What follows belongs to an exercise in optimizing a design on an open flow for small area, a short achievable clock period and few clock cycles; a production flow would make more cautious choices. Function was checked by simulation only, so behaviour that the tests miss may differ from the original. Power is estimated from default activity; no workload was simulated.

==> flow/design.v (excerpt) <==
module ovgar_xu (
    input  wire        clk,
    input  wire        rst,           
    input  wire        in_valid,
    output wire        in_ready,
    input  wire [31:0] in_insn,
    input  wire [31:0] in_a,          
    input  wire [31:0] in_b,          
    output reg         out_valid,
    output reg  [31:0] out_result,
    output reg         out_wen,
    output reg  [3:0]  out_vd,
    output wire [3:0]  out_flags,     
    output reg         out_illegal
);
    reg        fz, fn, fc, fv;
    reg [47:0] acc;
    assign out_flags = {fz, fn, fc, fv};
    reg        div_first;    
    reg [4:0]  div_cnt;      
    reg [4:0]  div_busy;     
    wire       dv_two;       
    assign in_ready = !dv_two && (div_busy == 5'd0);
    wire accept = in_valid && in_ready && !rst;
    wire [5:0]  in_op  = in_insn[31:26];
    wire [3:0]  in_vd  = in_insn[25:22];
    wire [3:0]  in_va  = in_insn[21:18];
    wire [3:0]  in_vb  = in_insn[17:14];
    wire [5:0]  in_m   = in_insn[13:8];
    wire [7:0]  in_sub = in_insn[7:0];
    wire [17:0] in_imm18 = in_insn[17:0];
    wire [21:0] in_imm22 = in_insn[21:0];
    reg legal0;
    always @* begin
        legal0 = 1'b0;
        case (in_op)
            6'h01: begin
                case (in_sub)
                    8'h00, 8'h01, 8'h02, 8'h03, 8'h04, 8'h05, 8'h06, 8'h07,
                    8'h09, 8'h0A:
                        legal0 = (in_m == 6'd0);
                    8'h08: legal0 = (in_m == 6'd0) && (in_vd == 4'd0);
                    8'h0B, 8'h0E:
                        legal0 = (in_m == 6'd0) && (in_vb == 4'd0);
                    8'h0C: legal0 = (in_m[5] == 1'b0) && (in_vb == 4'd0);
                    8'h0D: legal0 = (in_m[5:4] == 2'b00);
                    default: legal0 = 1'b0;
                endcase
            end
            6'h02: begin
                case (in_sub)
                    8'h00: legal0 = (in_m == 6'd0);
                    8'h01: legal0 = (in_m[5:1] == 5'd0);
                    8'h02: legal0 = (in_m[5:2] == 4'd0);
  ...
Size: roughly 620 flip-flops, ~140 I/O pins.
==> flow/config.mk <==
export PLATFORM = sky130hd
export DESIGN_NAME = ovgar_xu
export DESIGN_NICKNAME = ovgar_xu
export VERILOG_FILES = /design/flow/design.v
export SDC_FILE = /design/flow/constraint.sdc
export NUM_CORES = 4
export LEC_CHECK = 0
export CAP_MARGIN = 20
export CORE_MARGIN = 2
export CORE_UTILIZATION = 55
export SLEW_MARGIN = 20
export TNS_END_PERCENT = 100
==> flow/constraint.sdc <==
create_clock -name core_clock -period 11.0 [get_ports {clk}]
set_input_delay 2.2000 -clock core_clock [delete_from_list [all_inputs] [get_ports {clk}]]
set_output_delay 2.2000 -clock core_clock [all_outputs]
set_load 0.01 [all_outputs]
standard.sh (not shown) runs the stock make flow with config.mk's settings and CLKGATE_MAP_FILE= SYNTH_SCRIPT=/design/flow/synth_recipe.tcl, a recipe that flattens the netlist after the stock synthesis.
==> flow/flow/run.sh <==
#!/bin/bash
set -euo pipefail
bash standard.sh SETUP_SLACK_MARGIN=6 finish > standard_flow.log 2>&1
Testbench counts at the start, summed over its fixed seeds: cycles 34,507.
Next try:
--- a/flow/design.v
+++ b/flow/design.v
@@ -312,15 +312,16 @@
             div_busy <= (dv_q0 || dv_jo[5:1] == 5'd0) ? 5'd0 : dv_jo[5:1] - 5'd1;
         else if (div_busy != 5'd0)
             div_busy <= div_busy - 5'd1;
     end
     wire dv_last = (div_cnt == 5'd1);
     wire [31:0] dv_qz  = {!dv_s || dv_rneg, {31{!dv_rneg}}};
     wire [31:0] dv_out = dv_rem ? dv_rn : dv_z ? dv_qz : {dv_q[29:0], dv_dig};
-    wire [63:0] p2 = r2_ra + r2_rb;
+    wire [63:0] p2;
+    ovgar_add64 u_cpa (.a(r2_ra), .b(r2_rb), .s(p2));
     wire [63:0] p2_term = (r2_form == 2'd2) ? {{31{p2[63]}}, p2[63:31]} : p2;
     reg        v3;
     reg        r3_wen, r3_ill, r3_wzn, r3_wc, r3_c, r3_wv, r3_v;
     reg        r3_mac, r3_sel, r3_accr;
     reg [3:0]  r3_vd;
     reg [5:0]  r3_m;
     reg [63:0] r3_p;           
@@ -484,14 +485,41 @@
             assign z4[g] = z3[2*g+1] & z3[2*g];
             assign c4[4*g+3:4*g] = z3[2*g+1] ? {1'b1, c3[6*g+2:6*g]} : {1'b0, c3[6*g+5:6*g+3]};
         end
     endgenerate
     assign n = (z4[1] & z4[0]) ? 6'd32 :
                z4[1] ? {2'b01, c4[3:0]} : {2'b00, c4[7:4]};
 endmodule
+module ovgar_add64 (
+    input  wire [63:0] a,
+    input  wire [63:0] b,
+    output wire [63:0] s
+);
+    wire [63:0] g0 = a & b;
+    wire [63:0] p0 = a ^ b;
+    reg  [63:0] g, p;
+    integer i, k;
+    always @* begin
+        g = g0;
+        p = p0;
+        for (k = 0; k < 6; k = k + 1)
+            for (i = 0; i < 64; i = i + 1)
+                if (((i + 1) % (2 << k)) == 0) begin
+                    g[i] = g[i] | (p[i] & g[i - (1 << k)]);
+                    p[i] = p[i] & p[i - (1 << k)];
+                end
+        for (k = 4; k >= 0; k = k - 1)
+            for (i = 0; i < 64; i = i + 1)
+                if (((i + 1) % (2 << k)) == (1 << k) && i >= (2 << k)) begin
+                    g[i] = g[i] | (p[i] & g[i - (1 << k)]);
+                    p[i] = p[i] & p[i - (1 << k)];
+                end
+    end
+    assign s = p0 ^ {g[62:0], 1'b0};
+endmodule
 module ovgar_mul33 (
     input  wire [32:0] x,
     input  wire [32:0] y,
     output wire [63:0] ra,
     output wire [63:0] rb
 );
     wire [34:0] yy = {y[32], y, 1'b0};
What happened: The changed run produced a clean layout; worst setup slack is better by 110 ps; first-iteration DRC count went down by 12%; critical path depth went up by 4; routed wire length went down by 5.6%; hold slack hardly moves; sequential power went down by about 1%; clock skew went down by 18 ps.
Testbench counts after the change, summed over its fixed seeds: cycles 34,507.

static timing again, ports no longer ideal:
How much do the figures lean on ideal ports? The routed layouts below were timed once more, with nothing changed but the port constraints.
Step 1: set_driving_cell puts a clkbuf_16 on clk and a buf_2 on each other input, an assumption about the parent block.
Step 2 also shifts input and output timing later by t, the mid clock arrival at the registers, as if the neighbouring blocks saw the same clock.
Three values: no drivers, after step 1, after step 2; two values: the first two.
run	t (ns)	setup WS [ns]	worst setup path at the end	worst register clock-pin slew, ns	pins driven straight from the clock port
the first run	0.812	5.822 / 5.822 / 5.425	input to register	0.08 / 0.08	1
the second run	0.785	5.933 / 5.933 / 5.429	input to register	0.08 / 0.08	1
After both steps every run listed still meets setup and hold. For the second run, which loses most, drivers alone change the setup slack by 0.000 ns; drivers and shift together by -0.504 ns.
